This is an optimization exercise on Yosys and OpenROAD, whose aim is small area, a short achievable clock period and few clock cycles per item, not a production implementation.
In this exercise RTL edits were held to simulation tests only and were not proved equivalent to the original.

==> flow/design.v <==
module ce_blend (
    input  wire        clk,
    input  wire        rst,
    input  wire        in_valid,
    output wire        in_ready,
    input  wire [1:0]  in_mode,      
    input  wire [7:0]  in_alpha,     
    input  wire [63:0] in_s,         
    input  wire [63:0] in_d,         
    output reg         out_valid,
    output reg  [63:0] out_d         
);
    localparam [15:0] FP16_ONE = 16'h3C00;
    function [10:0] sig(input [15:0] h);
        sig = {h[13:10] != 4'd0, h[9:0]};
    endfunction
    function [3:0] expo(input [15:0] h);
        expo = (h[13:10] == 4'd0) ? 4'd1 : h[13:10];
    endfunction
    function [14:0] unp(input [15:0] h);
        unp = {expo(h), ~sig(h)};
    endfunction
    function [10:0] um(input [14:0] v);
        um = ~v[10:0];
    endfunction
    function [3:0] ue(input [14:0] v);
        ue = v[14:11];
    endfunction
    function [3:0] tz11(input [10:0] m);
        integer i;
        begin
            tz11 = 4'd0;
            for (i = 10; i >= 0; i = i - 1)
                if (m[i]) tz11 = i[3:0];
        end
    endfunction
    function [15:0] k_of_alpha(input [7:0] a);
        begin
            case (a)
      8'd0: k_of_alpha = 16'h0000;
      8'd1: k_of_alpha = 16'h1C04;
      8'd2: k_of_alpha = 16'h2004;
      8'd3: k_of_alpha = 16'h2206;
      8'd4: k_of_alpha = 16'h2404;
      8'd5: k_of_alpha = 16'h2505;
      8'd6: k_of_alpha = 16'h2606;
      8'd7: k_of_alpha = 16'h2707;
      8'd8: k_of_alpha = 16'h2804;
      8'd9: k_of_alpha = 16'h2885;
      8'd10: k_of_alpha = 16'h2905;
      8'd11: k_of_alpha = 16'h2986;
      8'd12: k_of_alpha = 16'h2A06;
      8'd13: k_of_alpha = 16'h2A87;
      8'd14: k_of_alpha = 16'h2B07;
      8'd15: k_of_alpha = 16'h2B88;
      8'd16: k_of_alpha = 16'h2C04;
      8'd17: k_of_alpha = 16'h2C44;
      8'd18: k_of_alpha = 16'h2C85;
      8'd19: k_of_alpha = 16'h2CC5;
      8'd20: k_of_alpha = 16'h2D05;
      8'd21: k_of_alpha = 16'h2D45;
      8'd22: k_of_alpha = 16'h2D86;
      8'd23: k_of_alpha = 16'h2DC6;
      8'd24: k_of_alpha = 16'h2E06;
      8'd25: k_of_alpha = 16'h2E46;
      8'd26: k_of_alpha = 16'h2E87;
      8'd27: k_of_alpha = 16'h2EC7;
      8'd28: k_of_alpha = 16'h2F07;
      8'd29: k_of_alpha = 16'h2F47;
      8'd30: k_of_alpha = 16'h2F88;
      8'd31: k_of_alpha = 16'h2FC8;
      8'd32: k_of_alpha = 16'h3004;
      8'd33: k_of_alpha = 16'h3024;
      8'd34: k_of_alpha = 16'h3044;
      8'd35: k_of_alpha = 16'h3064;
      8'd36: k_of_alpha = 16'h3085;
      8'd37: k_of_alpha = 16'h30A5;
      8'd38: k_of_alpha = 16'h30C5;
      8'd39: k_of_alpha = 16'h30E5;
      8'd40: k_of_alpha = 16'h3105;
      8'd41: k_of_alpha = 16'h3125;
      8'd42: k_of_alpha = 16'h3145;
      8'd43: k_of_alpha = 16'h3165;
      8'd44: k_of_alpha = 16'h3186;
      8'd45: k_of_alpha = 16'h31A6;
      8'd46: k_of_alpha = 16'h31C6;
      8'd47: k_of_alpha = 16'h31E6;
      8'd48: k_of_alpha = 16'h3206;
      8'd49: k_of_alpha = 16'h3226;
      8'd50: k_of_alpha = 16'h3246;
      8'd51: k_of_alpha = 16'h3266;
      8'd52: k_of_alpha = 16'h3287;
      8'd53: k_of_alpha = 16'h32A7;
      8'd54: k_of_alpha = 16'h32C7;
      8'd55: k_of_alpha = 16'h32E7;
      8'd56: k_of_alpha = 16'h3307;
      8'd57: k_of_alpha = 16'h3327;
      8'd58: k_of_alpha = 16'h3347;
      8'd59: k_of_alpha = 16'h3367;
      8'd60: k_of_alpha = 16'h3388;
      8'd61: k_of_alpha = 16'h33A8;
      8'd62: k_of_alpha = 16'h33C8;
      8'd63: k_of_alpha = 16'h33E8;
      8'd64: k_of_alpha = 16'h3404;
      8'd65: k_of_alpha = 16'h3414;
      8'd66: k_of_alpha = 16'h3424;
      8'd67: k_of_alpha = 16'h3434;
      8'd68: k_of_alpha = 16'h3444;
      8'd69: k_of_alpha = 16'h3454;
      8'd70: k_of_alpha = 16'h3464;
      8'd71: k_of_alpha = 16'h3474;
      8'd72: k_of_alpha = 16'h3485;
      8'd73: k_of_alpha = 16'h3495;
      8'd74: k_of_alpha = 16'h34A5;
      8'd75: k_of_alpha = 16'h34B5;
      8'd76: k_of_alpha = 16'h34C5;
      8'd77: k_of_alpha = 16'h34D5;
      8'd78: k_of_alpha = 16'h34E5;
      8'd79: k_of_alpha = 16'h34F5;
      8'd80: k_of_alpha = 16'h3505;
      8'd81: k_of_alpha = 16'h3515;
      8'd82: k_of_alpha = 16'h3525;
      8'd83: k_of_alpha = 16'h3535;
      8'd84: k_of_alpha = 16'h3545;
      8'd85: k_of_alpha = 16'h3555;
      8'd86: k_of_alpha = 16'h3565;
      8'd87: k_of_alpha = 16'h3575;
      8'd88: k_of_alpha = 16'h3586;
      8'd89: k_of_alpha = 16'h3596;
      8'd90: k_of_alpha = 16'h35A6;
      8'd91: k_of_alpha = 16'h35B6;
      8'd92: k_of_alpha = 16'h35C6;
      8'd93: k_of_alpha = 16'h35D6;
      8'd94: k_of_alpha = 16'h35E6;
      8'd95: k_of_alpha = 16'h35F6;
      8'd96: k_of_alpha = 16'h3606;
      8'd97: k_of_alpha = 16'h3616;
      8'd98: k_of_alpha = 16'h3626;
      8'd99: k_of_alpha = 16'h3636;
      8'd100: k_of_alpha = 16'h3646;
      8'd101: k_of_alpha = 16'h3656;
      8'd102: k_of_alpha = 16'h3666;
      8'd103: k_of_alpha = 16'h3676;
      8'd104: k_of_alpha = 16'h3687;
      8'd105: k_of_alpha = 16'h3697;
      8'd106: k_of_alpha = 16'h36A7;
      8'd107: k_of_alpha = 16'h36B7;
      8'd108: k_of_alpha = 16'h36C7;
      8'd109: k_of_alpha = 16'h36D7;
      8'd110: k_of_alpha = 16'h36E7;
      8'd111: k_of_alpha = 16'h36F7;
      8'd112: k_of_alpha = 16'h3707;
      8'd113: k_of_alpha = 16'h3717;
      8'd114: k_of_alpha = 16'h3727;
      8'd115: k_of_alpha = 16'h3737;
      8'd116: k_of_alpha = 16'h3747;
      8'd117: k_of_alpha = 16'h3757;
      8'd118: k_of_alpha = 16'h3767;
      8'd119: k_of_alpha = 16'h3777;
      8'd120: k_of_alpha = 16'h3788;
      8'd121: k_of_alpha = 16'h3798;
      8'd122: k_of_alpha = 16'h37A8;
      8'd123: k_of_alpha = 16'h37B8;
      8'd124: k_of_alpha = 16'h37C8;
      8'd125: k_of_alpha = 16'h37D8;
      8'd126: k_of_alpha = 16'h37E8;
      8'd127: k_of_alpha = 16'h37F8;
      8'd128: k_of_alpha = 16'h3804;
      8'd129: k_of_alpha = 16'h380C;
      8'd130: k_of_alpha = 16'h3814;
      8'd131: k_of_alpha = 16'h381C;
      8'd132: k_of_alpha = 16'h3824;
      8'd133: k_of_alpha = 16'h382C;
      8'd134: k_of_alpha = 16'h3834;
      8'd135: k_of_alpha = 16'h383C;
      8'd136: k_of_alpha = 16'h3844;
      8'd137: k_of_alpha = 16'h384C;
      8'd138: k_of_alpha = 16'h3854;
      8'd139: k_of_alpha = 16'h385C;
      8'd140: k_of_alpha = 16'h3864;
      8'd141: k_of_alpha = 16'h386C;
      8'd142: k_of_alpha = 16'h3874;
      8'd143: k_of_alpha = 16'h387C;
      8'd144: k_of_alpha = 16'h3885;
      8'd145: k_of_alpha = 16'h388D;
      8'd146: k_of_alpha = 16'h3895;
      8'd147: k_of_alpha = 16'h389D;
      8'd148: k_of_alpha = 16'h38A5;
      8'd149: k_of_alpha = 16'h38AD;
      8'd150: k_of_alpha = 16'h38B5;
      8'd151: k_of_alpha = 16'h38BD;
      8'd152: k_of_alpha = 16'h38C5;
      8'd153: k_of_alpha = 16'h38CD;
      8'd154: k_of_alpha = 16'h38D5;
      8'd155: k_of_alpha = 16'h38DD;
      8'd156: k_of_alpha = 16'h38E5;
      8'd157: k_of_alpha = 16'h38ED;
      8'd158: k_of_alpha = 16'h38F5;
      8'd159: k_of_alpha = 16'h38FD;
      8'd160: k_of_alpha = 16'h3905;
      8'd161: k_of_alpha = 16'h390D;
      8'd162: k_of_alpha = 16'h3915;
      8'd163: k_of_alpha = 16'h391D;
      8'd164: k_of_alpha = 16'h3925;
      8'd165: k_of_alpha = 16'h392D;
      8'd166: k_of_alpha = 16'h3935;
      8'd167: k_of_alpha = 16'h393D;
      8'd168: k_of_alpha = 16'h3945;
      8'd169: k_of_alpha = 16'h394D;
      8'd170: k_of_alpha = 16'h3955;
      8'd171: k_of_alpha = 16'h395D;
      8'd172: k_of_alpha = 16'h3965;
      8'd173: k_of_alpha = 16'h396D;
      8'd174: k_of_alpha = 16'h3975;
      8'd175: k_of_alpha = 16'h397D;
      8'd176: k_of_alpha = 16'h3986;
      8'd177: k_of_alpha = 16'h398E;
      8'd178: k_of_alpha = 16'h3996;
      8'd179: k_of_alpha = 16'h399E;
      8'd180: k_of_alpha = 16'h39A6;
      8'd181: k_of_alpha = 16'h39AE;
      8'd182: k_of_alpha = 16'h39B6;
      8'd183: k_of_alpha = 16'h39BE;
      8'd184: k_of_alpha = 16'h39C6;
      8'd185: k_of_alpha = 16'h39CE;
      8'd186: k_of_alpha = 16'h39D6;
      8'd187: k_of_alpha = 16'h39DE;
      8'd188: k_of_alpha = 16'h39E6;
      8'd189: k_of_alpha = 16'h39EE;
      8'd190: k_of_alpha = 16'h39F6;
      8'd191: k_of_alpha = 16'h39FE;
      8'd192: k_of_alpha = 16'h3A06;
      8'd193: k_of_alpha = 16'h3A0E;
      8'd194: k_of_alpha = 16'h3A16;
      8'd195: k_of_alpha = 16'h3A1E;
      8'd196: k_of_alpha = 16'h3A26;
      8'd197: k_of_alpha = 16'h3A2E;
      8'd198: k_of_alpha = 16'h3A36;
      8'd199: k_of_alpha = 16'h3A3E;
      8'd200: k_of_alpha = 16'h3A46;
      8'd201: k_of_alpha = 16'h3A4E;
      8'd202: k_of_alpha = 16'h3A56;
      8'd203: k_of_alpha = 16'h3A5E;
      8'd204: k_of_alpha = 16'h3A66;
      8'd205: k_of_alpha = 16'h3A6E;
      8'd206: k_of_alpha = 16'h3A76;
      8'd207: k_of_alpha = 16'h3A7E;
      8'd208: k_of_alpha = 16'h3A87;
      8'd209: k_of_alpha = 16'h3A8F;
      8'd210: k_of_alpha = 16'h3A97;
      8'd211: k_of_alpha = 16'h3A9F;
      8'd212: k_of_alpha = 16'h3AA7;
      8'd213: k_of_alpha = 16'h3AAF;
      8'd214: k_of_alpha = 16'h3AB7;
      8'd215: k_of_alpha = 16'h3ABF;
      8'd216: k_of_alpha = 16'h3AC7;
      8'd217: k_of_alpha = 16'h3ACF;
      8'd218: k_of_alpha = 16'h3AD7;
      8'd219: k_of_alpha = 16'h3ADF;
      8'd220: k_of_alpha = 16'h3AE7;
      8'd221: k_of_alpha = 16'h3AEF;
      8'd222: k_of_alpha = 16'h3AF7;
      8'd223: k_of_alpha = 16'h3AFF;
      8'd224: k_of_alpha = 16'h3B07;
      8'd225: k_of_alpha = 16'h3B0F;
      8'd226: k_of_alpha = 16'h3B17;
      8'd227: k_of_alpha = 16'h3B1F;
      8'd228: k_of_alpha = 16'h3B27;
      8'd229: k_of_alpha = 16'h3B2F;
      8'd230: k_of_alpha = 16'h3B37;
      8'd231: k_of_alpha = 16'h3B3F;
      8'd232: k_of_alpha = 16'h3B47;
      8'd233: k_of_alpha = 16'h3B4F;
      8'd234: k_of_alpha = 16'h3B57;
      8'd235: k_of_alpha = 16'h3B5F;
      8'd236: k_of_alpha = 16'h3B67;
      8'd237: k_of_alpha = 16'h3B6F;
      8'd238: k_of_alpha = 16'h3B77;
      8'd239: k_of_alpha = 16'h3B7F;
      8'd240: k_of_alpha = 16'h3B88;
      8'd241: k_of_alpha = 16'h3B90;
      8'd242: k_of_alpha = 16'h3B98;
      8'd243: k_of_alpha = 16'h3BA0;
      8'd244: k_of_alpha = 16'h3BA8;
      8'd245: k_of_alpha = 16'h3BB0;
      8'd246: k_of_alpha = 16'h3BB8;
      8'd247: k_of_alpha = 16'h3BC0;
      8'd248: k_of_alpha = 16'h3BC8;
      8'd249: k_of_alpha = 16'h3BD0;
      8'd250: k_of_alpha = 16'h3BD8;
      8'd251: k_of_alpha = 16'h3BE0;
      8'd252: k_of_alpha = 16'h3BE8;
      8'd253: k_of_alpha = 16'h3BF0;
      8'd254: k_of_alpha = 16'h3BF8;
      8'd255: k_of_alpha = 16'h3C00;
            endcase
        end
    endfunction
    function [5:0] m7_u(input [3:0] ex, input [3:0] ey);
        m7_u = 6'd26 - {2'b0, ex} - {2'b0, ey};
    endfunction
    function [14:0] m7_round(input [21:0] p, input [5:0] u);
        reg [21:0] lo;
        reg        nrm;
        reg [21:0] q;
        reg        guard;
        reg        sticky;
        reg [11:0] m;
        reg [3:0]  e;
        integer    i;
        begin
            lo[0] = p[0];
            for (i = 1; i < 22; i = i + 1)
                lo[i] = lo[i - 1] | p[i];
            nrm = u[5] || (u <= 6'd10);
            if (nrm) begin
                if (p[21]) begin
                    q = {11'd0, p[21:11]}; guard = p[10]; sticky = lo[9];
                end else begin
                    q = {11'd0, p[20:10]}; guard = p[9];  sticky = lo[8];
                end
            end else begin
                q      = p >> u;
                guard  = (u > 6'd22) ? 1'b0 : p[u - 6'd1];
                sticky = (u > 6'd23) ? lo[21] : lo[u - 6'd2];
            end
            m = {1'b0, q[10:0]} + {11'd0, guard & (sticky | q[0])};
            if (nrm)
                e = 4'd11 - u[3:0] + {3'd0, p[21]} + {3'd0, m[11]};
            else
                e = 4'd1;
            m7_round = {e, ~{m[11] | m[10], m[9:0]}};
        end
    endfunction
    function [24:0] fix(input [14:0] v);
        fix = {14'd0, um(v)} << (ue(v) - 4'd1);
    endfunction
    function fr_of(input [10:0] md, input [10:0] ma, input [4:0] j);
        reg [4:0] tz;
        begin
            tz    = {1'b0, tz11(md)} + {1'b0, tz11(ma)};
            fr_of = (md != 11'd0) && (ma != 11'd0) && ({1'b0, tz} + {1'b0, j} < 6'd25);
        end
    endfunction
    function [53:0] over_sub(input [14:0] s, input [14:0] d, input [21:0] q, input [4:0] j, input frest);
        reg [51:0] w;
        reg        f1;
        reg        b;
        reg [25:0] xs;
        reg [25:0] xd;
        reg [25:0] xn;
        reg [25:0] sv;
        reg [25:0] cv;
        reg [25:0] th;
        begin
            w  = {30'd0, q} << j;               
            f1 = w[25];
            b  = f1 | frest;
            xs = {1'b0, fix(s)};
            xd = {1'b0, fix(d)};
            xn = ~{1'b0, w[50:26]};
            sv = xs ^ xd ^ xn;
            cv = (xs & xd) | (xs & xn) | (xd & xn);
            over_sub = {sv, cv[24:0], ~b, f1 ^ frest, frest};
        end
    endfunction
    function [15:0] round_th(input [27:0] v);
        reg [25:0] th;
        reg [25:0] t;
        reg [3:0]  n;
        reg [3:0]  sh;
        reg        guard;
        reg        sticky;
        reg [11:0] m;
        begin
            th = v[27:2];
            t = {th[23:0], v[1], 1'b0};    
            n = 4'd0;
            if (t[25:18] == 8'd0) begin t = t << 8; n = n + 4'd8; end
            if (t[25:22] == 4'd0 && n <= 4'd9) begin t = t << 4; n = n + 4'd4; end
            if (t[25:24] == 2'd0 && n <= 4'd11) begin t = t << 2; n = n + 4'd2; end
            if (t[25] == 1'b0 && n <= 4'd12) begin t = t << 1; n = n + 4'd1; end
            sh = 4'd13 - n;
            guard  = t[14];
            sticky = (|t[13:0]) | v[0];
            m = {1'b0, t[25:15]} + {11'd0, guard & (sticky | t[15])};
            if (th[25:24] != 2'd0)
                round_th = FP16_ONE;
            else
                round_th = {2'b0, sh, 10'd0} + {4'd0, m};
        end
    endfunction
    assign in_ready = 1'b1;
    wire [15:0] k_in = k_of_alpha(in_alpha);
    wire [15:0] kc_in = in_mode[0] ? k_in : FP16_ONE;
    wire [15:0] aa_in = in_mode[1] ? in_s[63:48] : FP16_ONE;
    reg        r1_valid;
    reg [14:0] r1_kc;
    reg [14:0] r1_aa;
    reg [44:0] r1_s;
    reg [59:0] r1_d;
    always @(posedge clk) begin
        if (rst)
            r1_valid <= 1'b0;
        else
            r1_valid <= in_valid;
        r1_kc <= unp(kc_in);
        r1_aa <= unp(aa_in);
        r1_s  <= {unp(in_s[47:32]), unp(in_s[31:16]), unp(in_s[15:0])};
        r1_d  <= {unp(in_d[63:48]), unp(in_d[47:32]), unp(in_d[31:16]), unp(in_d[15:0])};
    end
    wire [21:0] p0, p1, p2, p3;
    mul11 u_p0 (.a(um(r1_s[14:0])),  .b(um(r1_kc)), .p(p0));
    mul11 u_p1 (.a(um(r1_s[29:15])), .b(um(r1_kc)), .p(p1));
    mul11 u_p2 (.a(um(r1_s[44:30])), .b(um(r1_kc)), .p(p2));
    mul11 u_p3 (.a(um(r1_aa)),       .b(um(r1_kc)), .p(p3));
    reg        r2_valid;
    reg [87:0] r2_p;
    reg [23:0] r2_u;
    reg [59:0] r2_d;
    always @(posedge clk) begin
        if (rst)
            r2_valid <= 1'b0;
        else
            r2_valid <= r1_valid;
        r2_p <= {p3, p2, p1, p0};
        r2_u <= {m7_u(ue(r1_aa), ue(r1_kc)), m7_u(ue(r1_s[44:30]), ue(r1_kc)),
                 m7_u(ue(r1_s[29:15]), ue(r1_kc)), m7_u(ue(r1_s[14:0]), ue(r1_kc))};
        r2_d <= r1_d;
    end
    reg        r3_valid;
    reg [59:0] r3_s;
    reg [59:0] r3_d;
    always @(posedge clk) begin
        if (rst)
            r3_valid <= 1'b0;
        else
            r3_valid <= r2_valid;
        r3_s <= {m7_round(r2_p[87:66], r2_u[23:18]), m7_round(r2_p[65:44], r2_u[17:12]),
                 m7_round(r2_p[43:22], r2_u[11:6]),  m7_round(r2_p[21:0],  r2_u[5:0])};
        r3_d <= r2_d;
    end
    wire [10:0] ma = um(r3_s[59:45]);
    wire [3:0]  ea = ue(r3_s[59:45]);
    wire [21:0] q0, q1, q2, q3;
    mul11 u_q0 (.a(um(r3_d[14:0])),  .b(ma), .p(q0));
    mul11 u_q1 (.a(um(r3_d[29:15])), .b(ma), .p(q1));
    mul11 u_q2 (.a(um(r3_d[44:30])), .b(ma), .p(q2));
    mul11 u_q3 (.a(um(r3_d[59:45])), .b(ma), .p(q3));
    wire [4:0] j0 = {1'b0, ue(r3_d[14:0])}  + {1'b0, ea};
    wire [4:0] j1 = {1'b0, ue(r3_d[29:15])} + {1'b0, ea};
    wire [4:0] j2 = {1'b0, ue(r3_d[44:30])} + {1'b0, ea};
    wire [4:0] j3 = {1'b0, ue(r3_d[59:45])} + {1'b0, ea};
    reg         r4_valid;
    reg [87:0]  r4_q;
    reg [59:0]  r4_s;
    reg [59:0]  r4_d;
    reg [19:0]  r4_j;
    reg [3:0]   r4_fr;
    always @(posedge clk) begin
        if (rst)
            r4_valid <= 1'b0;
        else
            r4_valid <= r3_valid;
        r4_q  <= {q3, q2, q1, q0};
        r4_s  <= r3_s;
        r4_d  <= r3_d;
        r4_j  <= {j3, j2, j1, j0};
        r4_fr <= {fr_of(um(r3_d[59:45]), ma, j3), fr_of(um(r3_d[44:30]), ma, j2),
                  fr_of(um(r3_d[29:15]), ma, j1), fr_of(um(r3_d[14:0]),  ma, j0)};
    end
    wire [53:0] cs0 = over_sub(r4_s[14:0],  r4_d[14:0],  r4_q[21:0],  r4_j[4:0],   r4_fr[0]);
    wire [53:0] cs1 = over_sub(r4_s[29:15], r4_d[29:15], r4_q[43:22], r4_j[9:5],   r4_fr[1]);
    wire [53:0] cs2 = over_sub(r4_s[44:30], r4_d[44:30], r4_q[65:44], r4_j[14:10], r4_fr[2]);
    wire [53:0] cs3 = over_sub(r4_s[59:45], r4_d[59:45], r4_q[87:66], r4_j[19:15], r4_fr[3]);
    wire [25:0] th0, th1, th2, th3;
    wire [3:0]  thc;
    add26 u_t0 (.a(cs0[53:28]), .b(cs0[27:2]), .ci(1'b0), .s(th0), .co(thc[0]));
    add26 u_t1 (.a(cs1[53:28]), .b(cs1[27:2]), .ci(1'b0), .s(th1), .co(thc[1]));
    add26 u_t2 (.a(cs2[53:28]), .b(cs2[27:2]), .ci(1'b0), .s(th2), .co(thc[2]));
    add26 u_t3 (.a(cs3[53:28]), .b(cs3[27:2]), .ci(1'b0), .s(th3), .co(thc[3]));
    reg         r5_valid;
    reg [111:0] r5_t;
    always @(posedge clk) begin
        if (rst)
            r5_valid <= 1'b0;
        else
            r5_valid <= r4_valid;
        r5_t <= {th3, cs3[1:0], th2, cs2[1:0], th1, cs1[1:0], th0, cs0[1:0]};
    end
    always @(posedge clk) begin
        if (rst)
            out_valid <= 1'b0;
        else
            out_valid <= r5_valid;
        out_d <= {round_th(r5_t[111:84]), round_th(r5_t[83:56]),
                  round_th(r5_t[55:28]),  round_th(r5_t[27:0])};
    end
endmodule
module mul11(input wire [10:0] a, input wire [10:0] b, output wire [21:0] p);
    wire pp0_0 = a[0] & b[0];
    wire pp0_1 = a[0] & b[1];
    wire pp0_2 = a[0] & b[2];
    wire pp0_3 = a[0] & b[3];
    wire pp0_4 = a[0] & b[4];
    wire pp0_5 = a[0] & b[5];
    wire pp0_6 = a[0] & b[6];
    wire pp0_7 = a[0] & b[7];
    wire pp0_8 = a[0] & b[8];
    wire pp0_9 = a[0] & b[9];
    wire pp0_10 = a[0] & b[10];
    wire pp1_0 = a[1] & b[0];
    wire pp1_1 = a[1] & b[1];
    wire pp1_2 = a[1] & b[2];
    wire pp1_3 = a[1] & b[3];
    wire pp1_4 = a[1] & b[4];
    wire pp1_5 = a[1] & b[5];
    wire pp1_6 = a[1] & b[6];
    wire pp1_7 = a[1] & b[7];
    wire pp1_8 = a[1] & b[8];
    wire pp1_9 = a[1] & b[9];
    wire pp1_10 = a[1] & b[10];
    wire pp2_0 = a[2] & b[0];
    wire pp2_1 = a[2] & b[1];
    wire pp2_2 = a[2] & b[2];
    wire pp2_3 = a[2] & b[3];
    wire pp2_4 = a[2] & b[4];
    wire pp2_5 = a[2] & b[5];
    wire pp2_6 = a[2] & b[6];
    wire pp2_7 = a[2] & b[7];
    wire pp2_8 = a[2] & b[8];
    wire pp2_9 = a[2] & b[9];
    wire pp2_10 = a[2] & b[10];
    wire pp3_0 = a[3] & b[0];
    wire pp3_1 = a[3] & b[1];
    wire pp3_2 = a[3] & b[2];
    wire pp3_3 = a[3] & b[3];
    wire pp3_4 = a[3] & b[4];
    wire pp3_5 = a[3] & b[5];
    wire pp3_6 = a[3] & b[6];
    wire pp3_7 = a[3] & b[7];
    wire pp3_8 = a[3] & b[8];
    wire pp3_9 = a[3] & b[9];
    wire pp3_10 = a[3] & b[10];
    wire pp4_0 = a[4] & b[0];
    wire pp4_1 = a[4] & b[1];
    wire pp4_2 = a[4] & b[2];
    wire pp4_3 = a[4] & b[3];
    wire pp4_4 = a[4] & b[4];
    wire pp4_5 = a[4] & b[5];
    wire pp4_6 = a[4] & b[6];
    wire pp4_7 = a[4] & b[7];
    wire pp4_8 = a[4] & b[8];
    wire pp4_9 = a[4] & b[9];
    wire pp4_10 = a[4] & b[10];
    wire pp5_0 = a[5] & b[0];
    wire pp5_1 = a[5] & b[1];
    wire pp5_2 = a[5] & b[2];
    wire pp5_3 = a[5] & b[3];
    wire pp5_4 = a[5] & b[4];
    wire pp5_5 = a[5] & b[5];
    wire pp5_6 = a[5] & b[6];
    wire pp5_7 = a[5] & b[7];
    wire pp5_8 = a[5] & b[8];
    wire pp5_9 = a[5] & b[9];
    wire pp5_10 = a[5] & b[10];
    wire pp6_0 = a[6] & b[0];
    wire pp6_1 = a[6] & b[1];
    wire pp6_2 = a[6] & b[2];
    wire pp6_3 = a[6] & b[3];
    wire pp6_4 = a[6] & b[4];
    wire pp6_5 = a[6] & b[5];
    wire pp6_6 = a[6] & b[6];
    wire pp6_7 = a[6] & b[7];
    wire pp6_8 = a[6] & b[8];
    wire pp6_9 = a[6] & b[9];
    wire pp6_10 = a[6] & b[10];
    wire pp7_0 = a[7] & b[0];
    wire pp7_1 = a[7] & b[1];
    wire pp7_2 = a[7] & b[2];
    wire pp7_3 = a[7] & b[3];
    wire pp7_4 = a[7] & b[4];
    wire pp7_5 = a[7] & b[5];
    wire pp7_6 = a[7] & b[6];
    wire pp7_7 = a[7] & b[7];
    wire pp7_8 = a[7] & b[8];
    wire pp7_9 = a[7] & b[9];
    wire pp7_10 = a[7] & b[10];
    wire pp8_0 = a[8] & b[0];
    wire pp8_1 = a[8] & b[1];
    wire pp8_2 = a[8] & b[2];
    wire pp8_3 = a[8] & b[3];
    wire pp8_4 = a[8] & b[4];
    wire pp8_5 = a[8] & b[5];
    wire pp8_6 = a[8] & b[6];
    wire pp8_7 = a[8] & b[7];
    wire pp8_8 = a[8] & b[8];
    wire pp8_9 = a[8] & b[9];
    wire pp8_10 = a[8] & b[10];
    wire pp9_0 = a[9] & b[0];
    wire pp9_1 = a[9] & b[1];
    wire pp9_2 = a[9] & b[2];
    wire pp9_3 = a[9] & b[3];
    wire pp9_4 = a[9] & b[4];
    wire pp9_5 = a[9] & b[5];
    wire pp9_6 = a[9] & b[6];
    wire pp9_7 = a[9] & b[7];
    wire pp9_8 = a[9] & b[8];
    wire pp9_9 = a[9] & b[9];
    wire pp9_10 = a[9] & b[10];
    wire pp10_0 = a[10] & b[0];
    wire pp10_1 = a[10] & b[1];
    wire pp10_2 = a[10] & b[2];
    wire pp10_3 = a[10] & b[3];
    wire pp10_4 = a[10] & b[4];
    wire pp10_5 = a[10] & b[5];
    wire pp10_6 = a[10] & b[6];
    wire pp10_7 = a[10] & b[7];
    wire pp10_8 = a[10] & b[8];
    wire pp10_9 = a[10] & b[9];
    wire pp10_10 = a[10] & b[10];
    wire s0, c0;
    assign {c0, s0} = pp0_9 + pp1_8;
    wire s1, c1;
    assign {c1, s1} = pp0_10 + pp1_9 + pp2_8;
    wire s2, c2;
    assign {c2, s2} = pp3_7 + pp4_6;
    wire s3, c3;
    assign {c3, s3} = pp1_10 + pp2_9 + pp3_8;
    wire s4, c4;
    assign {c4, s4} = pp4_7 + pp5_6;
    wire s5, c5;
    assign {c5, s5} = pp2_10 + pp3_9 + pp4_8;
    wire s6, c6;
    assign {c6, s6} = pp0_6 + pp1_5;
    wire s7, c7;
    assign {c7, s7} = pp0_7 + pp1_6 + pp2_5;
    wire s8, c8;
    assign {c8, s8} = pp3_4 + pp4_3;
    wire s9, c9;
    assign {c9, s9} = pp0_8 + pp1_7 + pp2_6;
    wire s10, c10;
    assign {c10, s10} = pp3_5 + pp4_4 + pp5_3;
    wire s11, c11;
    assign {c11, s11} = pp6_2 + pp7_1;
    wire s12, c12;
    assign {c12, s12} = pp2_7 + pp3_6 + pp4_5;
    wire s13, c13;
    assign {c13, s13} = pp5_4 + pp6_3 + pp7_2;
    wire s14, c14;
    assign {c14, s14} = pp8_1 + pp9_0 + s0;
    wire s15, c15;
    assign {c15, s15} = pp5_5 + pp6_4 + pp7_3;
    wire s16, c16;
    assign {c16, s16} = pp8_2 + pp9_1 + pp10_0;
    wire s17, c17;
    assign {c17, s17} = s1 + s2 + c0;
    wire s18, c18;
    assign {c18, s18} = pp6_5 + pp7_4 + pp8_3;
    wire s19, c19;
    assign {c19, s19} = pp9_2 + pp10_1 + s3;
    wire s20, c20;
    assign {c20, s20} = s4 + c1 + c2;
    wire s21, c21;
    assign {c21, s21} = pp5_7 + pp6_6 + pp7_5;
    wire s22, c22;
    assign {c22, s22} = pp8_4 + pp9_3 + pp10_2;
    wire s23, c23;
    assign {c23, s23} = s5 + c3 + c4;
    wire s24, c24;
    assign {c24, s24} = pp3_10 + pp4_9 + pp5_8;
    wire s25, c25;
    assign {c25, s25} = pp6_7 + pp7_6 + pp8_5;
    wire s26, c26;
    assign {c26, s26} = pp9_4 + pp10_3 + c5;
    wire s27, c27;
    assign {c27, s27} = pp4_10 + pp5_9 + pp6_8;
    wire s28, c28;
    assign {c28, s28} = pp7_7 + pp8_6 + pp9_5;
    wire s29, c29;
    assign {c29, s29} = pp5_10 + pp6_9 + pp7_8;
    wire s30, c30;
    assign {c30, s30} = pp0_4 + pp1_3;
    wire s31, c31;
    assign {c31, s31} = pp0_5 + pp1_4 + pp2_3;
    wire s32, c32;
    assign {c32, s32} = pp3_2 + pp4_1;
    wire s33, c33;
    assign {c33, s33} = pp2_4 + pp3_3 + pp4_2;
    wire s34, c34;
    assign {c34, s34} = pp5_1 + pp6_0 + s6;
    wire s35, c35;
    assign {c35, s35} = pp5_2 + pp6_1 + pp7_0;
    wire s36, c36;
    assign {c36, s36} = s7 + s8 + c6;
    wire s37, c37;
    assign {c37, s37} = pp8_0 + s9 + s10;
    wire s38, c38;
    assign {c38, s38} = s11 + c7 + c8;
    wire s39, c39;
    assign {c39, s39} = s12 + s13 + s14;
    wire s40, c40;
    assign {c40, s40} = c9 + c10 + c11;
    wire s41, c41;
    assign {c41, s41} = s15 + s16 + s17;
    wire s42, c42;
    assign {c42, s42} = c12 + c13 + c14;
    wire s43, c43;
    assign {c43, s43} = s18 + s19 + s20;
    wire s44, c44;
    assign {c44, s44} = c15 + c16 + c17;
    wire s45, c45;
    assign {c45, s45} = s21 + s22 + s23;
    wire s46, c46;
    assign {c46, s46} = c18 + c19 + c20;
    wire s47, c47;
    assign {c47, s47} = s24 + s25 + s26;
    wire s48, c48;
    assign {c48, s48} = c21 + c22 + c23;
    wire s49, c49;
    assign {c49, s49} = pp10_4 + s27 + s28;
    wire s50, c50;
    assign {c50, s50} = c24 + c25 + c26;
    wire s51, c51;
    assign {c51, s51} = pp8_7 + pp9_6 + pp10_5;
    wire s52, c52;
    assign {c52, s52} = s29 + c27 + c28;
    wire s53, c53;
    assign {c53, s53} = pp6_10 + pp7_9 + pp8_8;
    wire s54, c54;
    assign {c54, s54} = pp9_7 + pp10_6 + c29;
    wire s55, c55;
    assign {c55, s55} = pp7_10 + pp8_9 + pp9_8;
    wire s56, c56;
    assign {c56, s56} = pp0_3 + pp1_2;
    wire s57, c57;
    assign {c57, s57} = pp2_2 + pp3_1 + pp4_0;
    wire s58, c58;
    assign {c58, s58} = pp5_0 + s31 + s32;
    wire s59, c59;
    assign {c59, s59} = s33 + s34 + c31;
    wire s60, c60;
    assign {c60, s60} = s35 + s36 + c33;
    wire s61, c61;
    assign {c61, s61} = s37 + s38 + c35;
    wire s62, c62;
    assign {c62, s62} = s39 + s40 + c37;
    wire s63, c63;
    assign {c63, s63} = s41 + s42 + c39;
    wire s64, c64;
    assign {c64, s64} = s43 + s44 + c41;
    wire s65, c65;
    assign {c65, s65} = s45 + s46 + c43;
    wire s66, c66;
    assign {c66, s66} = s47 + s48 + c45;
    wire s67, c67;
    assign {c67, s67} = s49 + s50 + c47;
    wire s68, c68;
    assign {c68, s68} = s51 + s52 + c49;
    wire s69, c69;
    assign {c69, s69} = s53 + s54 + c51;
    wire s70, c70;
    assign {c70, s70} = pp10_7 + s55 + c53;
    wire s71, c71;
    assign {c71, s71} = pp8_10 + pp9_9 + pp10_8;
    wire s72, c72;
    assign {c72, s72} = pp0_2 + pp1_1;
    wire s73, c73;
    assign {c73, s73} = pp2_1 + pp3_0 + s56;
    wire s74, c74;
    assign {c74, s74} = s30 + s57 + c56;
    wire s75, c75;
    assign {c75, s75} = c30 + s58 + c57;
    wire s76, c76;
    assign {c76, s76} = c32 + s59 + c58;
    wire s77, c77;
    assign {c77, s77} = c34 + s60 + c59;
    wire s78, c78;
    assign {c78, s78} = c36 + s61 + c60;
    wire s79, c79;
    assign {c79, s79} = c38 + s62 + c61;
    wire s80, c80;
    assign {c80, s80} = c40 + s63 + c62;
    wire s81, c81;
    assign {c81, s81} = c42 + s64 + c63;
    wire s82, c82;
    assign {c82, s82} = c44 + s65 + c64;
    wire s83, c83;
    assign {c83, s83} = c46 + s66 + c65;
    wire s84, c84;
    assign {c84, s84} = c48 + s67 + c66;
    wire s85, c85;
    assign {c85, s85} = c50 + s68 + c67;
    wire s86, c86;
    assign {c86, s86} = c52 + s69 + c68;
    wire s87, c87;
    assign {c87, s87} = c54 + s70 + c69;
    wire s88, c88;
    assign {c88, s88} = c55 + s71 + c70;
    wire s89, c89;
    assign {c89, s89} = pp9_10 + pp10_9 + c71;
    wire [21:0] x = {1'b0, pp10_10, s89, s88, s87, s86, s85, s84, s83, s82, s81, s80, s79, s78, s77, s76, s75, s74, s73, pp2_0, pp0_1, pp0_0};
    wire [21:0] y = {1'b0, c89, c88, c87, c86, c85, c84, c83, c82, c81, c80, c79, c78, c77, c76, c75, c74, c73, c72, s72, pp1_0, 1'b0};
    assign p = x + y;
endmodule
module add26(input wire [25:0] a, input wire [25:0] b, input wire ci, output wire [25:0] s, output wire co);
    wire [25:0] p0 = a ^ b;
    wire [25:0] g0 = a & b;
    wire gc0 = g0[0] | (p0[0] & ci);
    wire gg0 = g0[1] | (p0[1] & gc0);
    wire gg1 = g0[3] | (p0[3] & g0[2]);
    wire pp1 = p0[3] & p0[2];
    wire gg2 = g0[5] | (p0[5] & g0[4]);
    wire pp2 = p0[5] & p0[4];
    wire gg3 = g0[7] | (p0[7] & g0[6]);
    wire pp3 = p0[7] & p0[6];
    wire gg4 = g0[9] | (p0[9] & g0[8]);
    wire pp4 = p0[9] & p0[8];
    wire gg5 = g0[11] | (p0[11] & g0[10]);
    wire pp5 = p0[11] & p0[10];
    wire gg6 = g0[13] | (p0[13] & g0[12]);
    wire pp6 = p0[13] & p0[12];
    wire gg7 = g0[15] | (p0[15] & g0[14]);
    wire pp7 = p0[15] & p0[14];
    wire gg8 = g0[17] | (p0[17] & g0[16]);
    wire pp8 = p0[17] & p0[16];
    wire gg9 = g0[19] | (p0[19] & g0[18]);
    wire pp9 = p0[19] & p0[18];
    wire gg10 = g0[21] | (p0[21] & g0[20]);
    wire pp10 = p0[21] & p0[20];
    wire gg11 = g0[23] | (p0[23] & g0[22]);
    wire pp11 = p0[23] & p0[22];
    wire gg12 = g0[25] | (p0[25] & g0[24]);
    wire pp12 = p0[25] & p0[24];
    wire gg13 = g0[2] | (p0[2] & gg0);
    wire gg14 = gg1 | (pp1 & gg0);
    wire gg15 = g0[6] | (p0[6] & gg2);
    wire pp15 = p0[6] & pp2;
    wire gg16 = gg3 | (pp3 & gg2);
    wire pp16 = pp3 & pp2;
    wire gg17 = g0[10] | (p0[10] & gg4);
    wire pp17 = p0[10] & pp4;
    wire gg18 = gg5 | (pp5 & gg4);
    wire pp18 = pp5 & pp4;
    wire gg19 = g0[14] | (p0[14] & gg6);
    wire pp19 = p0[14] & pp6;
    wire gg20 = gg7 | (pp7 & gg6);
    wire pp20 = pp7 & pp6;
    wire gg21 = g0[18] | (p0[18] & gg8);
    wire pp21 = p0[18] & pp8;
    wire gg22 = gg9 | (pp9 & gg8);
    wire pp22 = pp9 & pp8;
    wire gg23 = g0[22] | (p0[22] & gg10);
    wire pp23 = p0[22] & pp10;
    wire gg24 = gg11 | (pp11 & gg10);
    wire pp24 = pp11 & pp10;
    wire gg25 = g0[4] | (p0[4] & gg14);
    wire gg26 = gg2 | (pp2 & gg14);
    wire gg27 = gg15 | (pp15 & gg14);
    wire gg28 = gg16 | (pp16 & gg14);
    wire gg29 = g0[12] | (p0[12] & gg18);
    wire pp29 = p0[12] & pp18;
    wire gg30 = gg6 | (pp6 & gg18);
    wire pp30 = pp6 & pp18;
    wire gg31 = gg19 | (pp19 & gg18);
    wire pp31 = pp19 & pp18;
    wire gg32 = gg20 | (pp20 & gg18);
    wire pp32 = pp20 & pp18;
    wire gg33 = g0[20] | (p0[20] & gg22);
    wire pp33 = p0[20] & pp22;
    wire gg34 = gg10 | (pp10 & gg22);
    wire pp34 = pp10 & pp22;
    wire gg35 = gg23 | (pp23 & gg22);
    wire pp35 = pp23 & pp22;
    wire gg36 = gg24 | (pp24 & gg22);
    wire pp36 = pp24 & pp22;
    wire gg37 = g0[8] | (p0[8] & gg28);
    wire gg38 = gg4 | (pp4 & gg28);
    wire gg39 = gg17 | (pp17 & gg28);
    wire gg40 = gg18 | (pp18 & gg28);
    wire gg41 = gg29 | (pp29 & gg28);
    wire gg42 = gg30 | (pp30 & gg28);
    wire gg43 = gg31 | (pp31 & gg28);
    wire gg44 = gg32 | (pp32 & gg28);
    wire gg45 = g0[24] | (p0[24] & gg36);
    wire pp45 = p0[24] & pp36;
    wire gg46 = gg12 | (pp12 & gg36);
    wire pp46 = pp12 & pp36;
    wire gg47 = g0[16] | (p0[16] & gg44);
    wire gg48 = gg8 | (pp8 & gg44);
    wire gg49 = gg21 | (pp21 & gg44);
    wire gg50 = gg22 | (pp22 & gg44);
    wire gg51 = gg33 | (pp33 & gg44);
    wire gg52 = gg34 | (pp34 & gg44);
    wire gg53 = gg35 | (pp35 & gg44);
    wire gg54 = gg36 | (pp36 & gg44);
    wire gg55 = gg45 | (pp45 & gg44);
    wire gg56 = gg46 | (pp46 & gg44);
    assign s = p0 ^ {gg55, gg54, gg53, gg52, gg51, gg50, gg49, gg48, gg47, gg44, gg43, gg42, gg41, gg40, gg39, gg38, gg37, gg28, gg27, gg26, gg25, gg14, gg13, gg0, gc0, ci};
    assign co = gg56;
endmodule
==> flow/flow/run.sh <==
#!/bin/bash
# Layout: the standard flow (standard synthesis, floorplan, placement,
# CTS, routing) with timing repair run against a setup margin, so the
# resizer also works on paths that already meet the 22 ns clock. make's
# full output goes to flow_make.log; ORFS keeps each step's log in orfs/logs.
set -euo pipefail
cd "$(dirname "$0")/.."
bash standard.sh SETUP_SLACK_MARGIN=16.5 TNS_END_PERCENT=100 finish > flow_make.log 2>&1
==> flow/standard.sh <==
#!/bin/bash
# synth_recipe.tcl (not shown) runs the flow's synth.tcl, then flattens the netlist and writes it again
# the make line also repeats each setting of config.mk as NAME=value (left out here)
make -C /OpenROAD-flow-scripts/flow DESIGN_CONFIG=/design/flow/config.mk WORK_HOME=/design/flow/orfs CLKGATE_MAP_FILE= SYNTH_SCRIPT=/design/flow/synth_recipe.tcl "${@:-finish}"
==> flow/config.mk <==
export PLATFORM = sky130hd
export DESIGN_NAME = ce_blend
export DESIGN_NICKNAME = ce_blend
export VERILOG_FILES = /design/flow/design.v
export SDC_FILE = /design/flow/constraint.sdc
export NUM_CORES = 4
export LEC_CHECK = 0
export ABC_AREA = 1
export CAP_MARGIN = 20
export CORE_MARGIN = 4
export CORE_UTILIZATION = 40
export CTS_CLUSTER_DIAMETER = 120
export CTS_CLUSTER_SIZE = 25
export SLEW_MARGIN = 20
==> flow/constraint.sdc <==
create_clock -name core_clock -period 22.0 [get_ports {clk}]
set_input_delay 4.4000 -clock core_clock [delete_from_list [all_inputs] [get_ports {clk}]]
set_output_delay 4.4000 -clock core_clock [all_outputs]
set_load 0.01 [all_outputs]
==> impl_metrics.py, run 1 <==
metrics = {
    "timing": {
        "clock-skew-final_ns": 0.0411,
        "finalMaxSlewViolations": 0,
        "relSlewSlack": 0.279,
        "rsz0062_at_grt": "true",
        "period_share": 0.253,
        "worst_slew_pin_slew_ns": 1.08,
        "setup-tns-final_ns": 0,
        "post-route-min-period_ns": 5.56,
        "setup_viol": 0,
        "hold_viol_final": 0,
        "fmax_mhz": 180,
    },
    "floorplanning": {
        "die_y_microns": 445,
        "fp.dieArea_sq_um": 198000,
        "row_count": 160,
        "num_io_pins": 207,
        "core_area_sq_um": 190000,
        "start_util": 0.402,
        "die_width_microns": 445,
    },
    "synthesis": {
        "synth-xor-area-share": 0.0348,
        "synth_top_area_frac": 0.219,
        "postSynthAreaPerCell_sq_um": 7.32,
        "syn-instance-count": 10400,
        "synth_compound_area_frac": 0.110,
        "synth_seq_cells": 837,
        "netlist_area_sq_um": 76400,
        "synth_ff_type": "dfxtp_1",
        "synth-seq-area-share": 0.219,
        "synth-simple-area-share": 0.231,
        "synth_top_family_by_area": "adder cells",
        "yosysWarnings": 1,
        "synthTopCellsByArea": "dfxtp_1 22%, fa_1 21%, nand2_1 9.7%, inv_1 8.4%, ha_1 7.7%",
        "synth_fa_ha_area_frac": 0.286,
        "synth_mux_area_frac": 0.00681,
        "synth_edf_count": 0,
        "synth.most_common_cell": "nand2_1",
        "yosysUniqueCellTypes": 68,
        "ys_async_sr_fraction": 0,
        "synth_top_area_cell": "dfxtp_1",
        "yosys-top-cells-count": "1,982 x nand2_1, 1,709 x inv_1, 1,368 x nor2_1",
    },
    "detailed_routing": {
        "drc_errors": 0,
        "viasPerCell": 5.11,
        "routedWlPerCell_microns": 16.3,
        "routed-via-count": 65600,
        "drt_pre_antenna_iters": 6,
        "routed_wl_microns": 209000,
        "ant_nets": 0,
        "drt_iter0_markers": 4521,
    },
    "critical_path": {
        "crit_path_max_incr_delay_ns": 0.33,
        "critical-path-top-delay-family": "flip-flops",
        "setup.worst_path.start_class": "register",
        "critPathArrivalTime_ns": 1.16,
        "regToRegSetupSlack_ns": 16.77,
        "ff2ff_path_depth": 18,
        "critPathBufInv": 1,
        "criticalPathCategory": "reg2out",
        "cp_slowest_cell": "dfxtp_2",
        "crit_path_end_kind": "output port",
        "timing.rr.end": "r4_q[40]",
        "cp.required_ns": 17.60,
        "path_cells": "buf_6",
        "regToRegStartpoint": "r3_d[18]",
        "crit_fanout": 1,
    },
    "clock_network": {
        "cts_hold_buffers": 0,
        "clock-sinks": 837,
        "cts_tree": "yes",
        "path_clk_slew_ns": 0.10,
        "htreeDepth": 2,
        "clock_path_buffers": 3,
        "clock_latency_ns": 0.71,
        "clockRootBuffer": "clkbuf_16",
        "cts_made_buffers": 46,
    },
    "finish": {
        "seqCellArea_sq_um": 16900,
        "multi_input_area_sq_um": 51200,
        "nFillCells": 19600,
        "area_growth_pct": 7.22,
        "drive_gt1_frac": 0.0512,
        "final_nets": 11700,
    },
    "worst_hold_path": {
        "hold_start": "r2_d[3]",
        "min_to": "r3_d[3]",
        "hold_path_depth": 0,
        "worstHoldPathType": "reg2reg",
    },
    "global_route": {
        "antenna_found_initial": 10,
        "grt_pass1_wl_microns": 338000,
        "grt_max_degree": 48,
        "grt_use_total": 0.208,
        "globalRouteMet1Util": 0.284,
        "grt_pass1_vias": 65100,
        "grt-ovfl-total": 0,
        "top_usage_layer": "met2",
        "met2_usage": 0.346,
        "use_met3": 0.0259,
    },
    "place": {
        "portBuffers": 185,
        "dp_hpwl_microns": 163000,
        "place_congestion": 0.934,
    },
    "job": {
        "maxCapViolCount": 0,
    },
    "run_status": {
        "status": "finished clean",
    },
}
[sequential cells by signal, indices dropped and copies added, names as in the netlist, 15 cells and up]
name	flops
r5_t	112
r2_p	88
r4_q	88
out_d	60
r1_d	60
r2_d	60
r3_d	60
r3_s	60
r4_d	60
r4_s	60
r1_s	45
r2_u	24
r4_j	20
r1_aa	15
r1_kc	15
[repair_timing]
item / in CTS / in global routing
endpoints found under the setup margin: 136 / 153
resized for setup: 306 / 146
buffers inserted: 5 / 15
pin swaps: 0 / 1
cloned: 1 / 4
[metal layers]
metal	wire [microns]	share of wire
met1	94700	0.45
met2	96700	0.46
met3	11400	0.054
met4	6580	0.031
met5	12	0.000057
[worst max path at each step]
| stage | startpoint | to | slack, ns | cells after the start |
|---|---|---|---|---|
| 2_1_floorplan | in_alpha[2] | r1_kc[1] | 16.48 | 9 |
| 3_3_place_gp | in_alpha[4] | r1_kc[10] | 15.40 | 8 |
| 3_5_place_dp | in_alpha[4] | r1_kc[10] | 15.43 | 8 |
| 4_1_cts | out_d[6] | out_d[6] | 16.36 | 1 |
| 5_1_grt | out_d[7] | out_d[7] | 16.36 | 1 |
| 6_report | out_d[3] | out_d[3] | 16.44 | 1 |
[layout make-up]
| type | instances | area share |
|---|---|---|
| Clock inverter | 16 | 0.00305 |
| Multi-Input combinational cell | 7389 | 0.625 |
| Sequential cell | 837 | 0.206 |
| Inverter | 1767 | 0.0820 |
| Tap cell | 2511 | 0.0383 |
| Antenna cell | 4 | 0.000122 |
| Clock buffer | 48 | 0.0145 |
| Timing Repair inverter | 4 | 0.000275 |
| Timing Repair Buffer | 281 | 0.0314 |
[metrics by stage]
step | cells | cell area, sq um | utilization | setup WS, ns | hold slack [ns]
CTS | 12800 | 81400 | 0.428 | 16.36 | 0.327
floorplan | 10400 | 76500 | - | 16.48 | 0.310
detailed placement | 12800 | 80100 | 0.421 | 15.43 | 0.312
global route | 12900 | 82000 | 0.431 | 16.36 | 0.335
finish | 12900 | 82000 | 0.431 | 16.44 | 0.318
global placement | 12800 | 80100 | 0.421 | 15.40 | 0.312
[cells by family after synthesis]
kind of cell,after synthesis
compound gates,1495
buf+inv,2219
xor+xnor,304
flops,837
fa+ha+maj,1269
mux,52
other cells,2
simple gates,4264
[layout by cell type (no fill, tap or decap), types with 17 or more instances in the layout]
| master | count |
|---|---|
| nand2_1 | 1981 |
| a31oi_1 | 70 |
| clkinvlp_4 | 21 |
| o21a_1 | 19 |
| xnor2_1 | 95 |
| o21ai_1 | 34 |
| inv_2 | 27 |
| mux2i_1 | 51 |
| a21o_1 | 24 |
| nand3_1 | 581 |
| o21ai_0 | 698 |
| dfxtp_2 | 64 |
| a21oi_1 | 406 |
| nor2_1 | 1366 |
| buf_2 | 38 |
| clkbuf_16 | 48 |
| buf_4 | 74 |
| dfxtp_1 | 769 |
| o22ai_1 | 17 |
| inv_1 | 1700 |
| nor3_1 | 91 |
| nor2_2 | 25 |
| o21bai_1 | 23 |
| o211ai_1 | 46 |
| xor2_1 | 209 |
| fa_1 | 800 |
| ha_1 | 464 |
| nand4_1 | 55 |
| nor4_1 | 17 |
| buf_6 | 31 |
| o31ai_1 | 21 |
| nand2_2 | 28 |
| or2_2 | 61 |
| clkdlybuf4s50_1 | 116 |
Testbench counts, summed over its fixed seeds: cycles 24,048, items 24,000.
==> run 2, diff against run 1 <==
--- a/flow/design.v
+++ b/flow/design.v
@@ -832,70 +832,44 @@
     wire pp11 = p0[23] & p0[22];
     wire gg12 = g0[25] | (p0[25] & g0[24]);
     wire pp12 = p0[25] & p0[24];
-    wire gg13 = g0[2] | (p0[2] & gg0);
-    wire gg14 = gg1 | (pp1 & gg0);
-    wire gg15 = g0[6] | (p0[6] & gg2);
-    wire pp15 = p0[6] & pp2;
-    wire gg16 = gg3 | (pp3 & gg2);
-    wire pp16 = pp3 & pp2;
-    wire gg17 = g0[10] | (p0[10] & gg4);
-    wire pp17 = p0[10] & pp4;
-    wire gg18 = gg5 | (pp5 & gg4);
-    wire pp18 = pp5 & pp4;
-    wire gg19 = g0[14] | (p0[14] & gg6);
-    wire pp19 = p0[14] & pp6;
-    wire gg20 = gg7 | (pp7 & gg6);
-    wire pp20 = pp7 & pp6;
-    wire gg21 = g0[18] | (p0[18] & gg8);
-    wire pp21 = p0[18] & pp8;
-    wire gg22 = gg9 | (pp9 & gg8);
-    wire pp22 = pp9 & pp8;
-    wire gg23 = g0[22] | (p0[22] & gg10);
-    wire pp23 = p0[22] & pp10;
-    wire gg24 = gg11 | (pp11 & gg10);
-    wire pp24 = pp11 & pp10;
-    wire gg25 = g0[4] | (p0[4] & gg14);
-    wire gg26 = gg2 | (pp2 & gg14);
-    wire gg27 = gg15 | (pp15 & gg14);
-    wire gg28 = gg16 | (pp16 & gg14);
-    wire gg29 = g0[12] | (p0[12] & gg18);
-    wire pp29 = p0[12] & pp18;
-    wire gg30 = gg6 | (pp6 & gg18);
-    wire pp30 = pp6 & pp18;
-    wire gg31 = gg19 | (pp19 & gg18);
-    wire pp31 = pp19 & pp18;
-    wire gg32 = gg20 | (pp20 & gg18);
-    wire pp32 = pp20 & pp18;
-    wire gg33 = g0[20] | (p0[20] & gg22);
-    wire pp33 = p0[20] & pp22;
-    wire gg34 = gg10 | (pp10 & gg22);
-    wire pp34 = pp10 & pp22;
-    wire gg35 = gg23 | (pp23 & gg22);
-    wire pp35 = pp23 & pp22;
-    wire gg36 = gg24 | (pp24 & gg22);
-    wire pp36 = pp24 & pp22;
-    wire gg37 = g0[8] | (p0[8] & gg28);
-    wire gg38 = gg4 | (pp4 & gg28);
-    wire gg39 = gg17 | (pp17 & gg28);
-    wire gg40 = gg18 | (pp18 & gg28);
-    wire gg41 = gg29 | (pp29 & gg28);
-    wire gg42 = gg30 | (pp30 & gg28);
-    wire gg43 = gg31 | (pp31 & gg28);
-    wire gg44 = gg32 | (pp32 & gg28);
-    wire gg45 = g0[24] | (p0[24] & gg36);
-    wire pp45 = p0[24] & pp36;
-    wire gg46 = gg12 | (pp12 & gg36);
-    wire pp46 = pp12 & pp36;
-    wire gg47 = g0[16] | (p0[16] & gg44);
-    wire gg48 = gg8 | (pp8 & gg44);
-    wire gg49 = gg21 | (pp21 & gg44);
-    wire gg50 = gg22 | (pp22 & gg44);
-    wire gg51 = gg33 | (pp33 & gg44);
-    wire gg52 = gg34 | (pp34 & gg44);
-    wire gg53 = gg35 | (pp35 & gg44);
-    wire gg54 = gg36 | (pp36 & gg44);
-    wire gg55 = gg45 | (pp45 & gg44);
-    wire gg56 = gg46 | (pp46 & gg44);
-    assign s = p0 ^ {gg55, gg54, gg53, gg52, gg51, gg50, gg49, gg48, gg47, gg44, gg43, gg42, gg41, gg40, gg39, gg38, gg37, gg28, gg27, gg26, gg25, gg14, gg13, gg0, gc0, ci};
-    assign co = gg56;
+    wire gg13 = gg1 | (pp1 & gg0);
+    wire gg14 = gg3 | (pp3 & gg2);
+    wire pp14 = pp3 & pp2;
+    wire gg15 = gg5 | (pp5 & gg4);
+    wire pp15 = pp5 & pp4;
+    wire gg16 = gg7 | (pp7 & gg6);
+    wire pp16 = pp7 & pp6;
+    wire gg17 = gg9 | (pp9 & gg8);
+    wire pp17 = pp9 & pp8;
+    wire gg18 = gg11 | (pp11 & gg10);
+    wire pp18 = pp11 & pp10;
+    wire gg19 = gg14 | (pp14 & gg13);
+    wire gg20 = gg16 | (pp16 & gg15);
+    wire pp20 = pp16 & pp15;
+    wire gg21 = gg18 | (pp18 & gg17);
+    wire pp21 = pp18 & pp17;
+    wire gg22 = gg20 | (pp20 & gg19);
+    wire gg23 = gg21 | (pp21 & gg22);
+    wire gg24 = gg15 | (pp15 & gg19);
+    wire gg25 = gg17 | (pp17 & gg22);
+    wire gg26 = gg2 | (pp2 & gg13);
+    wire gg27 = gg4 | (pp4 & gg19);
+    wire gg28 = gg6 | (pp6 & gg24);
+    wire gg29 = gg8 | (pp8 & gg22);
+    wire gg30 = gg10 | (pp10 & gg25);
+    wire gg31 = gg12 | (pp12 & gg23);
+    wire gg32 = g0[2] | (p0[2] & gg0);
+    wire gg33 = g0[4] | (p0[4] & gg13);
+    wire gg34 = g0[6] | (p0[6] & gg26);
+    wire gg35 = g0[8] | (p0[8] & gg19);
+    wire gg36 = g0[10] | (p0[10] & gg27);
+    wire gg37 = g0[12] | (p0[12] & gg24);
+    wire gg38 = g0[14] | (p0[14] & gg28);
+    wire gg39 = g0[16] | (p0[16] & gg22);
+    wire gg40 = g0[18] | (p0[18] & gg29);
+    wire gg41 = g0[20] | (p0[20] & gg25);
+    wire gg42 = g0[22] | (p0[22] & gg30);
+    wire gg43 = g0[24] | (p0[24] & gg23);
+    assign s = p0 ^ {gg43, gg23, gg42, gg30, gg41, gg25, gg40, gg29, gg39, gg22, gg38, gg28, gg37, gg24, gg36, gg27, gg35, gg19, gg34, gg26, gg33, gg13, gg32, gg0, gc0, ci};
+    assign co = gg31;
 endmodule
==> impl_metrics.py, run 2 <==
metrics = {
    "critical_path": {
        "crit_fanout": 1,
        "critPathArrivalTime_ns": 1.17,
        "path_cells": "buf_2",
        "crit_path_end_kind": "output port",
        "critPathBufInv": 1,
        "crit_path_max_incr_delay_ns": 0.32,
        "criticalPathCategory": "reg2out",
        "cp.required_ns": 17.60,
        "critical-path-top-delay-family": "flip-flops",
        "cp_slowest_cell": "dfxtp_1",
        "setup.worst_path.start_class": "register",
    },
    "timing": {
        "worst_slew_pin_slew_ns": 1.09,
        "clock-skew-final_ns": 0.0356,
        "rsz0062_at_grt": "true",
        "setup_viol": 0,
        "post-route-min-period_ns": 5.57,
        "fmax_mhz": 180,
        "relSlewSlack": 0.269,
        "setup-tns-final_ns": 0,
        "hold_viol_final": 0,
        "finalMaxSlewViolations": 0,
        "period_share": 0.253,
    },
    "synthesis": {
        "synth_ff_type": "dfxtp_1",
        "synth_edf_count": 0,
        "ys_async_sr_fraction": 0,
        "synth-seq-area-share": 0.220,
        "postSynthAreaPerCell_sq_um": 7.37,
        "syn-instance-count": 10300,
        "synth_seq_cells": 837,
        "synth.most_common_cell": "nand2_1",
        "synthTopCellsByArea": "dfxtp_1 22%, fa_1 22%, nand2_1 9.8%, inv_1 8.3%, ha_1 7.6%",
        "netlist_area_sq_um": 76200,
        "synth_top_area_frac": 0.220,
        "yosys-top-cells-count": "1,987 x nand2_1, 1,680 x inv_1, 1,349 x nor2_1",
        "synth_top_area_cell": "dfxtp_1",
        "yosysUniqueCellTypes": 66,
        "yosysWarnings": 1,
    },
    "clock_network": {
        "cts_hold_buffers": 0,
        "clock-sinks": 837,
        "path_clk_slew_ns": 0.10,
        "cts_tree": "yes",
        "clockRootBuffer": "clkbuf_16",
        "cts_made_buffers": 47,
        "clock_path_buffers": 3,
        "htreeDepth": 2,
        "clock_latency_ns": 0.71,
    },
    "detailed_routing": {
        "viasPerCell": 5.12,
        "ant_nets": 0,
        "drt_pre_antenna_iters": 6,
        "routed_wl_microns": 209000,
        "drc_errors": 0,
        "routedWlPerCell_microns": 16.4,
        "routed-via-count": 65300,
        "drt_iter0_markers": 4367,
    },
    "finish": {
        "reg_top3": "r5_t x112, r2_p x88, r4_q x88",
        "final_common_cell": "nand2_1",
        "layout_common_cells": "1,987 x nand2_1, 1,662 x inv_1, 1,347 x nor2_1",
        "final_nets": 11700,
        "top_register": "r5_t",
        "drive_gt1_frac": 0.0506,
        "nFillCells": 19300,
        "area_growth_pct": 7.63,
        "largest_reg_flops": 112,
    },
    "global_route": {
        "grt_use_total": 0.209,
        "grt_max_degree": 49,
        "antenna_found_initial": 7,
        "grt_pass1_wl_microns": 341000,
        "grt_pass1_vias": 65200,
        "grt-ovfl-total": 0,
    },
    "run_status": {
        "status": "finished clean",
    },
    "floorplanning": {
        "die_width_microns": 444,
        "row_count": 159,
        "core_area_sq_um": 189000,
        "num_io_pins": 207,
        "fp.dieArea_sq_um": 198000,
        "die_y_microns": 444,
        "start_util": 0.404,
    },
    "place": {
        "portBuffers": 185,
        "place_congestion": 0.942,
        "dp_hpwl_microns": 162000,
    },
    "job": {
        "maxCapViolCount": 0,
    },
    "worst_hold_path": {
        "worstHoldPathType": "reg2reg",
    },
}
[run 2: changes by cell type in the layout (fill, tap and decap cells not counted), sizes merged, moves of 7 or more]
| cell | change |
|---|---|
| o21ai | -19 |
| inv | -47 |
| nand3 | -13 |
| fa | +32 |
| or2 | -7 |
| xnor2 | -14 |
| a211oi | +11 |
| clkinvlp | +9 |
| nor2 | -32 |
| nand4 | +24 |
| a21o | -8 |
| a21oi | -17 |
| buf | +11 |
| a31oi | -13 |
[run 2: cell families (layout without fill, tap and decap cells)]
logic type / count (synthesis) / in the layout / synth area share
xor+xnor: 286 / 286 / 0.0329
simple gates: 4232 / 4232 / 0.229
other cells: 2 / 10 / 0.0000985
buf+inv: 2189 / 2094 / 0.110
flops: 837 / 837 / 0.220
fa+ha+maj: 1297 / 1297 / 0.295
mux: 49 / 49 / 0.00645
compound gates: 1452 / 1452 / 0.106
[run 2: through the flow]
stage,area (sq um),hold slack (ns),util,cells,setup slack (ns)
finish,82000,0.309,0.435,12800,16.43
global route,82000,0.320,0.435,12800,16.37
CTS,81200,0.329,0.431,12700,16.36
detailed placement,79800,0.312,0.423,12600,15.49
global placement,79800,0.312,0.423,12600,15.42
floorplan,76200,0.310,-,10300,16.50
[run 2: routing by layer]
layer / global-route usage / wire (microns) / vias to the layer above
met5: 0 / 32 / -
met4: 0.0644 / 6360 / 4
met3: 0.0203 / 10400 / 324
met2: 0.356 / 99000 / 1653
met1: 0.282 / 93500 / 31400
li1: - / - / 31900
[run 2: cell type report]
cell class | instances | area [sq um] | area share
clock inverters | 21 | 305 | 0.00372
flip-flops and latches | 837 | 16900 | 0.206
repair inverters | 8 | 47.5 | 0.000580
well taps | 2495 | 3120 | 0.0381
clock buffers | 51 | 1250 | 0.0153
diodes | 5 | 12.5 | 0.000153
multi-input cells | 7321 | 51200 | 0.625
inverters | 1726 | 6590 | 0.0803
repair buffers | 288 | 2580 | 0.0315
[run 2: timing repair]
item / 4_1_cts / 5_1_grt
resized for setup: 319 / 179
cloned: 0 / 8
pin swaps: 0 / 2
setup buffers: 0 / 38
endpoints found under the setup margin: 135 / 147
[run 2: worst paths after layout]
check	slack, ns	start	cells after the start	to
max	16.43	out_d[30]	1	out_d[30]
min	0.31	r3_s[5]	0	r4_s[5]
max reg2reg	16.76	r3_s[53]	17	r4_q[87]
min reg2reg	0.31	r3_s[5]	0	r4_s[5]
Testbench counts of run 2, summed over its fixed seeds: cycles 24,048, items 24,000.

## port drivers added, routing unchanged
The flow's constraints put no driver on any port. The routed layouts listed below were extracted and timed again, unchanged, in two steps.
Step 1 assumes that a clkbuf_16 drives the clock port and a buf_2 every other input.
Step 2 adds t to the input delays and takes it off the output delays; t is the mean of the earliest and latest rising clock arrival at the registers after step 1. Input paths then give back, and output paths get back, about the clock's delay inside the block.
Slacks: ideal ports / drivers / drivers and shift; pairs: ideal ports / drivers.
run | t, ns | setup WS [ns] | hold WS [ns] | worst setup path after step 2 | clock arrival spread, ns
run 1 | 0.778 | 16.440 / 16.354 / 15.826 | 0.318 / 0.318 / 0.318 | input to register | 0.049 / 0.049
run 2 | 0.789 | 16.434 / 16.339 / 15.793 | 0.309 / 0.309 / 0.309 | input to register | 0.044 / 0.044
After both steps setup and hold are still met in every run listed. The setup slack of run 2, which loses most, moves by -0.095 ns with the drivers and by -0.641 ns with both steps.
